Context: an optimization exercise on an open-source flow, tuned for small area, a short achievable clock period and few clock cycles. The choices shown serve that exercise and are no tape-out recipe.
RTL that was checked went through simulation tests only; none was proved equivalent to the original.
Power figures rest on the tool's default switching activity, not on a simulated workload.

==> trial 17: inputs <==
## welt_mac
module welt_mac (
    input  wire        clk,
    input  wire        rst,         
    input  wire        in_valid,
    output wire        in_ready,
    input  wire [31:0] in_a,
    input  wire [31:0] in_b,
    input  wire        in_last,     
    input  wire        in_feed,     
    input  wire [31:0] in_ceil,     
    output wire        out_valid,
    output wire [31:0] out_f32,
    output wire        out_sat,
    output wire        out_clamped,
    output wire        out_nonfinite
);
==> flow/config.mk <==
export PLATFORM = sky130hd
export DESIGN_NAME = welt_mac
export DESIGN_NICKNAME = welt_mac
export VERILOG_FILES = /design/flow/design.v
export SDC_FILE = /design/flow/constraint.sdc
export NUM_CORES = 4
export LEC_CHECK = 0
export ABC_AREA = 1
export CAP_MARGIN = 20
export CORE_MARGIN = 2
export CORE_UTILIZATION = 40
export PLACE_DENSITY = 0.6
export SLEW_MARGIN = 20
==> flow/constraint.sdc <==
create_clock -name core_clock -period 24.0 [get_ports {clk}]
set_input_delay 4.8000 -clock core_clock [delete_from_list [all_inputs] [get_ports {clk}]]
set_output_delay 4.8000 -clock core_clock [all_outputs]
set_load 0.01 [all_outputs]
standard.sh (not shown) runs the stock make flow with config.mk's settings and CLKGATE_MAP_FILE= SYNTH_SCRIPT=/design/flow/synth_recipe.tcl, a recipe that flattens the netlist after the stock synthesis.
==> flow/flow/run.sh <==
#!/bin/bash
set -o pipefail
export BUFFER_PORTS_ARGS="-buffer_cell sky130_fd_sc_hd__buf_2"
export SETUP_SLACK_MARGIN=18.4
export TNS_END_PERCENT=5
bash standard.sh > standard.log 2>&1
==> inputs of build 77, as changes to trial 17 <==
--- a/flow/design.v
+++ b/flow/design.v
@@ -11,27 +11,27 @@
     output wire        out_valid,
     output wire [31:0] out_f32,
     output wire        out_sat,
     output wire        out_clamped,
     output wire        out_nonfinite
 );
     wire accept = in_valid & in_ready;
-    reg  [30:0] cslot0, cslot1;
+    reg  [31:0] cslot0, cslot1;     
     reg         wp, rp;
     reg         busy0, busy1;       
     reg         rdy;                
     wire        st_done;            
     wire        st_next;            
     assign in_ready = rdy;
-    wire take    = accept & in_last & in_feed;
+    wire take  = accept & in_last;
     wire busy0_n = (busy0 & ~(st_done & ~rp)) | (take & ~wp);
     wire busy1_n = (busy1 & ~(st_done &  rp)) | (take &  wp);
     always @(posedge clk) begin
-        if (rdy & ~wp) cslot0 <= in_ceil[30:0];
-        if (rdy &  wp) cslot1 <= in_ceil[30:0];
+        if (rdy & ~wp) cslot0 <= {in_feed, in_ceil[30:0]};
+        if (rdy &  wp) cslot1 <= {in_feed, in_ceil[30:0]};
         if (rst) begin
             wp    <= 1'b0;
             rp    <= 1'b0;
             busy0 <= 1'b0;
             busy1 <= 1'b0;
             rdy   <= 1'b1;
         end else begin
@@ -39,20 +39,19 @@
             rp    <= rp ^ st_done;
             busy0 <= busy0_n;
             busy1 <= busy1_n;
             rdy   <= ~(busy0_n & busy1_n) | st_next;
         end
     end
     reg [31:0] a0, b0;
-    reg        v0, l0, f0;
+    reg        v0, l0;
     always @(posedge clk) begin
         a0 <= in_a;
         b0 <= in_b;
         l0 <= in_last;
-        f0 <= in_feed;
         v0 <= accept & ~rst;
     end
     wire       sa = a0[31];
     wire       sb = b0[31];
     wire [7:0] ea = a0[30:23];
     wire [7:0] eb = b0[30:23];
     wire       ha = |ea;
@@ -81,80 +80,73 @@
     wire       ge73  = ~t[9] & (t > 10'sd72);
     wire       big0  = ~kill0 & ge73;                      
     wire       exact73 = (t == 10'sd73) & (sa ^ sb) & ~(|a0[22:0]) & ~(|b0[22:0]);
     wire       clf0  = big0 & ~exact73;                    
     wire       t72_0 = ~kill0 & (t == 10'sd72);
     reg [47:0] ps1, pc1;
     reg [6:0]  sh1;
-    reg        st1, s1, k1, big1, clf1, t72_1, nf1, v1, l1, f1;
+    reg        st1, s1, k1, big1, clf1, t72_1, nf1, v1, l1;
     always @(posedge clk) begin
         ps1   <= ps0;
         pc1   <= pc0;
         sh1   <= t[6:0];
         st1   <= sticky0;
         s1    <= (sa ^ sb) & ~kill0;
         k1    <= kill0;
         big1  <= big0;
         clf1  <= clf0;
         t72_1 <= t72_0;
         nf1   <= v0 & nf0;
         v1    <= v0 & ~rst;
         l1    <= l0;
-        f1    <= f0;
     end
     wire [47:0]  p1    = ps1 + pc1;
     wire [119:0] wide  = {72'd0, p1} << sh1;
     wire [70:0]  ipart = wide[118:48];
     wire         guard = wide[47];
     wire big  = big1 | (t72_1 & p1[47]);
     wire clf  = clf1 | (t72_1 & p1[47]);
     wire [70:0] mx = {71{big}} | ({71{~k1}} & ipart);
     wire rnd  = big ? s1 : (~k1 & guard & (st1 | ipart[0]));
     reg  [70:0] x2;
-    reg         s2, c2, cl2, nf2, v2, l2, f2;
+    reg         s2, c2, cl2, nf2, v2, l2;
     always @(posedge clk) begin
         x2  <= mx ^ {71{s1}};
         s2  <= s1;
         c2  <= s1 ^ rnd;
         cl2 <= clf;
         nf2 <= nf1;
         v2  <= v1 & ~rst;
         l2  <= l1;
-        f2  <= f1;
     end
     reg  [71:0] acc;
-    reg         wu, wd;             
+    reg  [5:0]  acc_w;
     reg         acc_cl, acc_nf;
     reg         fst;                
     reg         done3;              
-    reg         f3;
     wire [71:0] acc_b = acc & {72{~fst}};
+    wire [5:0]  w_b   = acc_w & {6{~fst}};
     wire [73:0] sum_c   = {acc_b[71], acc_b, 1'b1} + {s2, s2, x2, c2};
     wire [72:0] sum     = sum_c[73:1];
+    wire        wrap_up = (sum[72:71] == 2'b01);
+    wire        wrap_dn = (sum[72:71] == 2'b10);
+    wire [5:0]  w_inc   = w_b + 6'd1;
+    wire [5:0]  w_dec   = w_b - 6'd1;
     always @(posedge clk) begin
         acc    <= sum[71:0];
-        wu     <= v2 & (sum[72:71] == 2'b01);
-        wd     <= v2 & (sum[72:71] == 2'b10);
+        acc_w  <= wrap_up ? w_inc : wrap_dn ? w_dec : w_b;
         acc_cl <= (acc_cl & ~fst) | (cl2 & v2);
         acc_nf <= (acc_nf & ~fst) | (nf2 & v2);
         fst    <= rst | (v2 & l2) | (fst & ~v2);
         done3  <= v2 & l2 & ~rst;
-        f3     <= f2;
     end
-    reg  [5:0]  lw;
-    reg         fst_d;
-    wire [5:0]  w_now = (lw & {6{~fst_d}}) + {5'd0, wu} - {5'd0, wd};
-    always @(posedge clk) begin
-        lw    <= w_now;
-        fst_d <= fst;
-    end
-    wire        wsat = |w_now;
+    wire        wsat = |acc_w;
     wire        rsat = (acc[71:63] != {9{acc[63]}});
     wire        sat  = wsat | rsat;
-    wire        neg3 = wsat ? w_now[5] : acc[71];
+    wire        neg3 = wsat ? acc_w[5] : acc[71];
     wire [63:0] nacc = ~acc[63:0] + 64'd1;
     wire [63:0] smag = sat ? {neg3, {63{~neg3}}} : (acc[63] ? nacc : acc[63:0]);
     function [5:0] lead64(input [63:0] m);
         integer j;
         begin
             lead64 = 6'd0;
             for (j = 0; j < 64; j = j + 1)
@@ -167,45 +159,44 @@
             trail64 = 6'd0;
             for (j = 63; j >= 0; j = j - 1)
                 if (m[j]) trail64 = j[5:0];
         end
     endfunction
     reg  [63:0] m4;
     reg  [5:0]  ld4, tz4;
-    reg         z4, sg4, sat4, cl4, nf4, v4, f4;
+    reg         z4, sg4, sat4, cl4, nf4, v4;
     always @(posedge clk) begin
         m4   <= smag;
         ld4  <= lead64(smag);
         tz4  <= sat ? {6{neg3}} : trail64(acc[63:0]);
         z4   <= ~sat & ~(|acc[63:0]);
         sg4  <= neg3;
         sat4 <= sat;
         cl4  <= acc_cl;
         nf4  <= acc_nf;
         v4   <= done3 & ~rst;
-        f4   <= f3;
     end
     wire [5:0]  ns   = ~ld4;                       
     wire [63:0] n32  = ns[5] ? {m4[31:0], 32'd0}  : m4;
     wire [63:0] n16  = ns[4] ? {n32[47:0], 16'd0} : n32;
     wire [63:0] n8   = ns[3] ? {n16[55:0], 8'd0}  : n16;
     wire [63:0] n4   = ns[2] ? {n8[59:0], 4'd0}   : n8;
     wire [63:0] n2   = ns[1] ? {n4[61:0], 2'd0}   : n4;
     wire [63:0] norm = ns[0] ? {n2[62:0], 1'd0}   : n2;
     wire        n_st  = ({1'b0, tz4} + 7'd25) <= {1'b0, ld4};
     wire        n_up  = norm[39] & (n_st | norm[40]);
     wire [30:0] base  = {{2'b00, ld4} + 8'd79, norm[62:40]};
     wire [30:0] f31   = base + {30'd0, n_up};
-    wire [30:0] cs    = rp ? cslot1 : cslot0;
-    wire        gt    = base > cs;
-    wire        eq    = base == cs;
-    wire        over  = f4 & ~z4 & (gt | (eq & n_up));
-    wire [30:0] mag31 = z4 ? 31'd0 : over ? cs : f31;
-    assign st_done = v4 & f4;
-    assign st_next = done3 & f3;
+    wire [31:0] cs    = rp ? cslot1 : cslot0;
+    wire        gt    = base > cs[30:0];
+    wire        eq    = base == cs[30:0];
+    wire        over  = cs[31] & ~z4 & (gt | (eq & n_up));
+    wire [30:0] mag31 = z4 ? 31'd0 : over ? cs[30:0] : f31;
+    assign st_done = v4;
+    assign st_next = done3;
     reg [31:0] o_f32;
     reg        o_sat, o_cl, o_nf, o_v;
     always @(posedge clk) begin
         o_f32 <= {sg4 & ~z4, mag31};
         o_sat <= sat4 | cl4 | nf4 | over;
         o_cl  <= cl4;
         o_nf  <= nf4;
==> flow/flow/run.sh (replaced) <==
#!/bin/bash
# Layout flow: the standard flow (standard synthesis, floorplan, place,
# CTS, route) with two changes in how the layout is made, the SDC being
# the design's:
#  - the port buffers are buf_2 cells (the default pick is a delay cell);
#  - repair_timing runs with a setup margin, so it works on the paths that
#    set the achieved period, and only on the worst few percent of them.
# Each step's full output is in this folder (standard.log and the ORFS
# logs under orfs/logs).
set -o pipefail
export BUFFER_PORTS_ARGS="-buffer_cell sky130_fd_sc_hd__buf_2"
export SETUP_SLACK_MARGIN=18.4
export TNS_END_PERCENT=5
bash standard.sh > standard.log 2>&1
==> flow/config.mk (replaced) <==
export PLATFORM = sky130hd
export DESIGN_NAME = welt_mac
export DESIGN_NICKNAME = welt_mac
export VERILOG_FILES = /design/flow/design.v
export SDC_FILE = /design/flow/constraint.sdc
export NUM_CORES = 4
export LEC_CHECK = 0
export ABC_AREA = 1
export CAP_MARGIN = 10
export CORE_MARGIN = 2
export CORE_UTILIZATION = 60
export CTS_CLUSTER_DIAMETER = 80
export CTS_CLUSTER_SIZE = 24
export PLACE_DENSITY = 0.75
export SLEW_MARGIN = 10
==> run notes <==
Flip-flop and latch share of the layout cell area: trial 17 22.5%; build 77 23.7%
Data required, critical path: trial 17 24.55 ns; build 77 19.20 ns
Area post-placement: trial 17 0.0458 mm2; build 77 0.0454 mm2
Clock edge transition at the registers on the reported setup and hold paths: trial 17 0.06 ns; build 77 0.10 ns
Final critical-path required period: trial 17 5.99 ns; build 77 5.87 ns
Core footprint: trial 17 0.109 mm2; build 77 0.0728 mm2
Tap cell count: trial 17 1,414; build 77 959
Final net count: trial 17 6,484; build 77 6,443
Vias/cell: trial 17 5.37; build 77 5.85
LEAKAGE: trial 17 22.9 nW; build 77 22.1 nW
Outcome: trial 17 complete, no violations; build 77 complete, no violations
Multi-input logic area: trial 17 0.0293 mm2; build 77 0.0288 mm2
Power of the combinational group: trial 17 4.11 mW; build 77 3.85 mW
Number of global-route vias before repair: trial 17 38,200; build 77 38,600
Count of mapped cells out of synthesis: trial 17 5,817; build 77 5,891
Worst setup path startpoint: trial 17 ps1[0]; build 77 o_f32[3]
Footprint of the flip-flops and latches: trial 17 0.0112 mm2; build 77 0.0111 mm2
Testbench counts of build 77, summed over its fixed seeds: cycles 31,764.
No functional check of the RTL was part of trial 17.

## re-timing with driven ports
No port has a modelled driver above. Below, the same layouts with a new extraction and two added sets of constraints.
Step 1 assumes that a clkbuf_16 drives the clock port and a buf_2 every other input.
Step 2 moves the port delays by t, midway between the first and last clock arrival at a register: inputs arrive t later, outputs are due t later. That takes back most of the time a late clock gives input paths.
Slacks: ideal / step 1 / step 2; pairs: ideal / step 1.
run | t, ns | slack for setup (ns) | worst setup path after step 2 | worst register clock-pin slew, ns | worst slew at a driven data input, ns
trial 17 | 0.716 | 18.015 / 18.015 / 18.015 | register to register | 0.07 / 0.07 | 0.05
build 77 | 0.637 | 18.130 / 18.066 / 18.316 | register to register | 0.10 / 0.10 | 0.08
After both steps setup and hold are still met in every run listed.
